This design comes from an exercise in tuning for small area, a short achievable clock period and few clock cycles per item on the open sky130 flow, not from production work. Function was checked by simulation only, so behaviour that the tests miss may differ from the original. Power is estimated from default activity; no workload was simulated.

## design/flow/design.v

```verilog
module rs_gf_inv (
    input  wire [9:0] a,
    output wire [9:0] y
);
    localparam [99:0] ALPHA_2I = {10'h112, 10'h240, 10'h090, 10'h024, 10'h009,
        10'h100, 10'h040, 10'h010, 10'h004, 10'h001};
    function [9:0] gf_mul;
        input [9:0] a;
        input [9:0] b;
        reg   [9:0] p;
        reg   [9:0] s;
        integer     i;
        begin
            p = 10'd0;
            s = a;
            for (i = 0; i < 10; i = i + 1) begin
                if (b[i])
                    p = p ^ s;
                s = {s[8:0], 1'b0} ^ (s[9] ? 10'h009 : 10'h000);
            end
            gf_mul = p;
        end
    endfunction
    function [9:0] gf_sq;
        input [9:0] a;
        integer     i;
        begin
            gf_sq = 10'd0;
            for (i = 0; i < 10; i = i + 1)
                if (a[i])
                    gf_sq = gf_sq ^ ALPHA_2I[10*i +: 10];
        end
    endfunction
    function [9:0] gf_sqn;
        input [9:0]   a;
        input integer n;
        integer       i;
        begin
            gf_sqn = a;
            for (i = 0; i < n; i = i + 1)
                gf_sqn = gf_sq(gf_sqn);
        end
    endfunction
    wire [9:0] b1 = a;                               
    wire [9:0] b2 = gf_mul(gf_sqn(b1, 1), b1);       
    wire [9:0] b4 = gf_mul(gf_sqn(b2, 2), b2);       
    wire [9:0] b8 = gf_mul(gf_sqn(b4, 4), b4);       
    wire [9:0] b9 = gf_mul(gf_sqn(b8, 1), b1);       
    assign y = gf_sq(b9);
endmodule
module rs544_dec (
    input  wire         clk,
    input  wire         rst,
    input  wire         in_valid,
    output wire         in_ready,
    input  wire [9:0]   in_sym,
    output wire         out_valid,
    output wire         out_fail,
    output wire [3:0]   out_nerr,
    output wire [149:0] out_pos,
    output wire [149:0] out_val
);
    localparam integer NSYM = 544;
    localparam integer NSYN = 30;
    localparam integer T    = 15;
    localparam [299:0] ALPHA_J = {10'h320, 10'h190, 10'h0c8, 10'h064, 10'h032,
        10'h019, 10'h208, 10'h104, 10'h082, 10'h041, 10'h224, 10'h112, 10'h089,
        10'h240, 10'h120, 10'h090, 10'h048, 10'h024, 10'h012, 10'h009, 10'h200,
        10'h100, 10'h080, 10'h040, 10'h020, 10'h010, 10'h008, 10'h004, 10'h002,
        10'h001};
    localparam [159:0] CHIEN_INIT = {10'h216, 10'h2e9, 10'h056, 10'h1a1,
        10'h05a, 10'h171, 10'h386, 10'h218, 10'h1e6, 10'h0d7, 10'h05f, 10'h12d,
        10'h29f, 10'h070, 10'h04e, 10'h001};
    function [9:0] gf_mul;
        input [9:0] a;
        input [9:0] b;
        reg   [9:0] p;
        reg   [9:0] s;
        integer     i;
        begin
            p = 10'd0;
            s = a;
            for (i = 0; i < 10; i = i + 1) begin
                if (b[i])
                    p = p ^ s;
                s = {s[8:0], 1'b0} ^ (s[9] ? 10'h009 : 10'h000);
            end
            gf_mul = p;
        end
    endfunction
    localparam [2:0] ST_RECV  = 3'd0,
                     ST_BM_D  = 3'd1,    
                     ST_BM_U  = 3'd2,    
                     ST_OMEGA = 3'd3,    
                     ST_CINIT = 3'd4,
                     ST_CHIEN = 3'd5,
                     ST_DONE  = 3'd6;
    reg [2:0]  state;
    reg [9:0]  cnt;           
    reg [4:0]  r;             
    reg [10*NSYN-1:0] syn;   
    reg [10*(T+1)-1:0] lam;   
    reg [10*(T+1)-1:0] bpoly;   
    reg [10*T-1:0] omega;
    reg [4:0]  lfsr_len;      
    reg [9:0]  bdisc;         
    reg [9:0]  delta;
    reg [10*(T+1)-1:0] lam_c;   
    reg [10*T-1:0] om_c;
    reg [3:0]  nroots;
    reg [10*T-1:0] epos;
    reg [10*T-1:0] eval;
    integer i;
    reg [9:0] disc;
    always @(*) begin
        disc = 10'd0;
        for (i = 0; i <= T; i = i + 1)
            if (i <= r)
                disc = disc ^ gf_mul(lam[10*(i) +: 10], syn[10*(r - i) +: 10]);
    end
    wire [9:0] binv;
    rs_gf_inv u_binv (.a(bdisc), .y(binv));
    wire [9:0] coef = gf_mul(delta, binv);
    reg [9:0] lam_sum, odd_sum, om_sum;
    always @(*) begin
        lam_sum = 10'd0;
        odd_sum = 10'd0;
        om_sum  = 10'd0;
        for (i = 0; i <= T; i = i + 1) begin
            lam_sum = lam_sum ^ lam_c[10*(i) +: 10];
            if (i % 2 == 1)
                odd_sum = odd_sum ^ lam_c[10*(i) +: 10];
        end
        for (i = 0; i < T; i = i + 1)
            om_sum = om_sum ^ om_c[10*(i) +: 10];
    end
    wire [9:0] odd_inv;
    rs_gf_inv u_oinv (.a(odd_sum), .y(odd_inv));
    wire [9:0] err_val = gf_mul(om_sum, odd_inv);
    assign in_ready = (state == ST_RECV);
    wire   accept   = in_valid && in_ready;
    always @(posedge clk) begin
        if (rst) begin
            state <= ST_RECV;
            cnt   <= 10'd0;
            r     <= 5'd0;
        end else begin
            case (state)
                ST_RECV: begin
                    if (accept) begin
                        for (i = 0; i < NSYN; i = i + 1)
                            if (cnt == 10'd0)
                                syn[10*(i) +: 10] <= in_sym;
                            else
                                syn[10*(i) +: 10] <= gf_mul(syn[10*(i) +: 10], ALPHA_J[10*i +: 10]) ^ in_sym;
                        if (cnt == NSYM - 1) begin
                            cnt   <= 10'd0;
                            r     <= 5'd0;
                            state <= ST_BM_D;
                            for (i = 0; i <= T; i = i + 1) begin
                                lam[10*(i) +: 10]   <= (i == 0) ? 10'd1 : 10'd0;
                                bpoly[10*(i) +: 10] <= (i == 0) ? 10'd1 : 10'd0;
                            end
                            lfsr_len <= 5'd0;
                            bdisc    <= 10'd1;
                        end else begin
                            cnt <= cnt + 10'd1;
                        end
                    end
                end
                ST_BM_D: begin
                    delta <= disc;
                    state <= ST_BM_U;
                end
                ST_BM_U: begin
                    if (delta == 10'd0) begin
                        for (i = T; i > 0; i = i - 1)
                            bpoly[10*(i) +: 10] <= bpoly[10*(i-1) +: 10];
                        bpoly[9:0] <= 10'd0;
                    end else begin
                        for (i = 0; i <= T; i = i + 1)
                            lam[10*(i) +: 10] <= lam[10*(i) +: 10] ^ ((i == 0) ? 10'd0 : gf_mul(coef, bpoly[10*(i-1) +: 10]));
                        if ({lfsr_len, 1'b0} <= {1'b0, r}) begin
                            for (i = 0; i <= T; i = i + 1)
                                bpoly[10*(i) +: 10] <= lam[10*(i) +: 10];
                            lfsr_len <= r + 5'd1 - lfsr_len;
                            bdisc    <= delta;
                        end else begin
                            for (i = T; i > 0; i = i - 1)
                                bpoly[10*(i) +: 10] <= bpoly[10*(i-1) +: 10];
                            bpoly[9:0] <= 10'd0;
                        end
                    end
                    if (r == NSYN - 1) begin
                        r     <= 5'd0;
                        state <= ST_OMEGA;
                    end else begin
                        r     <= r + 5'd1;
                        state <= ST_BM_D;
                    end
                end
                ST_OMEGA: begin
                    omega[10*(r) +: 10] <= disc;
                    if (r == T - 1) begin
                        r     <= 5'd0;
                        state <= ST_CINIT;
                    end else begin
                        r <= r + 5'd1;
                    end
                end
                ST_CINIT: begin
                    for (i = 0; i <= T; i = i + 1)
                        lam_c[10*(i) +: 10] <= gf_mul(lam[10*(i) +: 10], CHIEN_INIT[10*i +: 10]);
                    for (i = 0; i < T; i = i + 1) begin
                        om_c[10*(i) +: 10] <= gf_mul(omega[10*(i) +: 10], CHIEN_INIT[10*i +: 10]);
                        epos[10*(i) +: 10] <= 10'd0;
                        eval[10*(i) +: 10] <= 10'd0;
                    end
                    nroots <= 4'd0;
                    cnt    <= 10'd0;
                    state  <= ST_CHIEN;
                end
                ST_CHIEN: begin
                    if (lam_sum == 10'd0) begin
                        epos[10*(nroots) +: 10] <= cnt;
                        eval[10*(nroots) +: 10] <= err_val;
                        nroots       <= nroots + 4'd1;
                    end
                    for (i = 0; i <= T; i = i + 1)
                        lam_c[10*(i) +: 10] <= gf_mul(lam_c[10*(i) +: 10], ALPHA_J[10*i +: 10]);
                    for (i = 0; i < T; i = i + 1)
                        om_c[10*(i) +: 10] <= gf_mul(om_c[10*(i) +: 10], ALPHA_J[10*i +: 10]);
                    if (cnt == NSYM - 1) begin
                        cnt   <= 10'd0;
                        state <= ST_DONE;
                    end else begin
                        cnt <= cnt + 10'd1;
                    end
                end
                ST_DONE: begin
                    state <= ST_RECV;
                end
                default: state <= ST_RECV;
            endcase
        end
    end
    wire fail = (lfsr_len > 5'd15) || ({1'b0, nroots} != lfsr_len);
    assign out_valid = (state == ST_DONE);
    assign out_fail  = fail;
    assign out_nerr  = fail ? 4'd0 : nroots;
    genvar g;
    generate
        for (g = 0; g < T; g = g + 1) begin : g_out
            assign out_pos[10*g +: 10] = fail ? 10'd0 : epos[10*(g) +: 10];
            assign out_val[10*g +: 10] = fail ? 10'd0 : eval[10*(g) +: 10];
        end
    endgenerate
endmodule
```

## design/flow/run.sh

```bash
#!/bin/bash
# synth_recipe.tcl (not shown) runs the flow's synth.tcl, then flattens the netlist and writes it again
# the make line also repeats each setting of config.mk as NAME=value (left out here)
make -C /OpenROAD-flow-scripts/flow DESIGN_CONFIG=/design/flow/config.mk WORK_HOME=/design/flow/orfs CLKGATE_MAP_FILE= SYNTH_SCRIPT=/design/flow/synth_recipe.tcl finish
```

## design/flow/config.mk

```make
export PLATFORM = sky130hd
export DESIGN_NAME = rs544_dec
export DESIGN_NICKNAME = rs544_dec
export VERILOG_FILES = /design/flow/design.v
export SDC_FILE = /design/flow/constraint.sdc
export NUM_CORES = 8
export LEC_CHECK = 0
export CAP_MARGIN = 20
export CORE_MARGIN = 2
export CORE_UTILIZATION = 30
export SLEW_MARGIN = 20
```

## design/flow/constraint.sdc

```tcl
create_clock -name core_clock -period 16.0 [get_ports {clk}]
set_input_delay 3.2000 -clock core_clock [delete_from_list [all_inputs] [get_ports {clk}]]
set_output_delay 3.2000 -clock core_clock [all_outputs]
set_load 0.01 [all_outputs]
```

==> run summary <==
cell type report:
class | count | area [um^2]
fill | 78300 | 498000
multi-input combinational | 24100 | 173000
sequential | 1388 | 41500
timing repair buffer | 1683 | 14100
tap | 9889 | 12400
clock buffer | 207 | 4540
inverter | 288 | 1120
clock inverter | 93 | 1070
antenna | 50 | 125
cell families after synthesis:
family / after synthesis
AND/OR/NAND/NOR: 9279
AO/OA/AOI/OAI: 6833
XOR/XNOR: 5476
buffers and inverters: 3122
multiplexers: 2269
flip-flops: 1388
adder cells (fa/ha/maj): 198
cells in the mapped netlist (243+ instances only):
library cell / number / area share [%]
nor2_1: 2854 / 4.8
a22oi_1: 729 / 2.4
edfxtp_1: 1370 / 18
clkbuf_1: 2114 / 3.5
o22ai_1: 369 / 1.0
nor3_1: 301 / 0.67
o211ai_1: 324 / 1.1
xor2_1: 1285 / 5.0
nand2b_1: 284 / 0.79
xnor2_1: 3940 / 15
a211oi_1: 243 / 0.81
nand2_1: 4632 / 7.7
mux2_2: 262 / 1.3
o21ai_0: 2197 / 4.9
inv_1: 265 / 0.44
buf_1: 511 / 0.85
and2_1: 403 / 1.1
mux4_2: 1085 / 11
a21oi_1: 1697 / 3.8
mux2i_1: 918 / 4.1
metrics by stage:
stage / instances / util (%) / cell area (um^2) / total power (uW) / worst slack [ps]
floorplan: 28600 / - / 225000 / 17200 / 1850
CTS: 37600 / 33.2 / 248000 / 26400 / 2390
global placement: 37300 / 32.4 / 242000 / 22100 / 2460
global route: 37600 / 33.2 / 248000 / 28000 / 1330
finish: 37700 / 33.2 / 248000 / 26800 / 2090
detailed placement: 37300 / 32.4 / 242000 / 22200 / 2450
worst min-delay path by stage:
stage,endpoint,slack (ps),from,depth (start not counted)
6_report,om_c[3]$_DFFE_PP_,430,omega[3]$_DFFE_PP_,0
5_1_grt,om_c[3]$_DFFE_PP_,430,omega[3]$_DFFE_PP_,0
4_1_cts,om_c[3]$_DFFE_PP_,420,omega[3]$_DFFE_PP_,0
3_5_place_dp,om_c[8]$_DFFE_PP_,440,omega[8]$_DFFE_PP_,0
3_3_place_gp,om_c[8]$_DFFE_PP_,430,omega[8]$_DFFE_PP_,0
2_1_floorplan,om_c[6]$_DFFE_PP_,420,omega[6]$_DFFE_PP_,0
flip-flops by register name, summed over array words and instances (netlist names):
signal / count
om_c: 150
epos: 150
lfsr_len: 5
syn: 300
lam: 150
nroots: 4
eval: 150
cnt: 10
lam_c: 150
delta: 10
bdisc: 10
state: 3
omega: 150
r: 5
bpoly: 141
worst max-delay path: cells and delay by family, from the launching register on:
family	cells	cell delay (ps)
muxes	2	530
adders and majority gates	1	680
buffers and inverters	2	430
xor gates and xnor gates	17	6530
AOI/OAI and AO/OA	10	3440
and+or+nand+nor	7	1700
DFF	1	450
report_power, final:
| part | total (uW) | leakage (uW) | internal, uW | switching [uW] |
|---|---|---|---|---|
| sequential | 4290 | 0.0128 | 4070 | 220 |
| clock | 4120 | 0.00272 | 2310 | 1810 |
| combinational | 18400 | 0.0682 | 7840 | 10600 |
| total | 26800 | 0.0837 | 14200 | 12600 |
layer usage:
layer | vias to the layer above | track usage (%)
met1 | 116000 | 43.0
met3 | 3167 | 11.0
met2 | 17200 | 45.9
li1 | 98500 | -
met5 | - | 0
met4 | 62 | 18.4
==> flow_summary_export.csv <==
group,metric,value,unit
sta,max_freq,71.9,MHz
setup_path,reg2regPathDepth,39,
sta,min_period,13910,ps
synthesis,postSynthCellCount,28600,
sta,finalHoldViolCount,0,
setup_path,r2r-start,"lam_c[130]$_DFFE_PP_",
setup_path,crit_end,"eval[122]$_SDFFCE_PN0P_",
setup_path,path_common_cell,"xnor2_1",
setup_path,crit_fanout,22,
synthesis,synth-adder-area-share,1.16,%
finish,drive_gt1_share,12.6,%
synthesis,synth_xor_area_share,22.7,%
sta,setup_viol,0,
route,vias,235000,
floorplan,io_pins,320,
pwr,leakage,0.0837,uW
sta,slew_headroom,7.31,%
route,dr.max_layer_used,"met5",
floorplan,fp.dieW,869,um
sta,holdWs,428,ps
finish,nets,27800,
placed_design,hpwl,964000,um
cts,clock_path_buffers,4,
sta,tightest_slew,1390,ps
cts,tritoncts,"done",
pwr,powerDensity,108,nW/um^2
synthesis,synthMuxAreaShare,16.3,%
synthesis,synth_nets,28800,
sta,tns,0,ps
setup_path,startpoint_type,"register",
setup_path,crit-reg2reg-capture,"eval[122]$_SDFFCE_PN0P_",
hold_path,hold_class,"register to register",
route,drt-initial-drc-count,38500,
cts,cts_setup_buffers,0,
grt,grt_pass1_wl,1760000,um
synthesis,synthFlopType,"edfxtp_1",
run,drv_cap,0,
sta,slew_violations,0,
sta,skew,174,ps
setup_path,cp_slowest_cell,"xnor3_1",
route,met1_length,504000,um
route,vias_per_cell,6.23,
finish,layout_commonest_cell,"nand2_1",
cts,clock_sinks,1388,
synthesis,synth_warnings,3,
placed_design,port_buffers,319,
synthesis,ys_seq_area_share,18.5,%
placed_design,place_congestion,1.07,
synthesis,syn_area,225000,um^2
synthesis,synth_top_family_by_area,"XOR/XNOR gates",
setup_path,worstPathRequired,16820,ps
floorplan,coreArea,746000,um^2
finish,layout_common_cells,"nand2_1, xnor2_1, nor2_1",
route,wl_met3,175000,um
route,dr.pass1.iters,9,
synthesis,synthDistinctLibCells,114,
synthesis,synthArstFlopShare,0,%
grt,antenna_found_initial,109,
route,wl,1290000,um
cts,cts_root_buf,"clkbuf_16",
sta,rsz0062_at_grt,"false",
grt,grt_usage,32.5,%
pwr,ir_drop,0.000287,V
route,ant_nets,0,
route,met2_length,519000,um
status,outcome,"complete, no violations",
cts,insertion_delay,1000,ps
setup_path,end_kind,"register",
synthesis,synth_compound_area_share,18.7,%
setup_path,cp_data_arrival_time,14720,ps
floorplan,initial_core_util,30.1,%
finish,synthToLayoutAreaGrowth,10.4,%
grt,grt_max_degree,303,
cts,postCtsHoldBufs,0,
setup_path,startpoint,"lam_c[130]$_DFFE_PP_",
synthesis,synth_edf_count,1370,
setup_path,crit_type,"register to register",
synthesis,synthSimpleGateAreaFrac,17.3,%
sta,period_share,86.9,%
cts,cts_resized,0,
floorplan,die_area,756000,um^2
route,drc,0,
setup_path,r2r_slack,2090,ps
grt,grt_pass1_vias,212000,
floorplan,die_h,869,um
route,wl_per_cell,34.3,um
cts,clk_pin_slew_worst_paths,60,ps
cts,htree_levels,4,
synthesis,ys_seq_elements,1388,
grt,overflow,0,
floorplan,fp-row-count,317,
setup_path,slowest_delay,820,ps
cts,cts-buffers-inserted,175,
synthesis,syn_avg_cell_area,7.86,um^2
Testbench counts, summed over its fixed seeds: cycles 223,680, items 192.

## re-timing with driven ports
Ports are ideal in the flow. The routed layout listed here was re-timed in OpenROAD. Step 1 sets driving cells, clkbuf_16 on the clock port and buf_2 on the other inputs (assumed; they add their load-dependent delay and slew). Step 2 adds t to the input delays and takes it off the output delays; t is the mean of the earliest and latest rising clock arrival at the registers after step 1. Input paths then give back, and output paths get back, about the clock's delay inside the block. Three values: ideal, step 1, step 2; two values: the first two.
shift t [ns]: 1.045
setup slack, ns: 2.094 / 2.094 / 2.094
worst slew at a driven data input, ns: 0.06
cell pins on the clock port's net: 1
After both steps setup and hold are still met in this run. For this run, drivers alone change the setup slack by 0.000 ns; drivers and shift together by 0.000 ns.
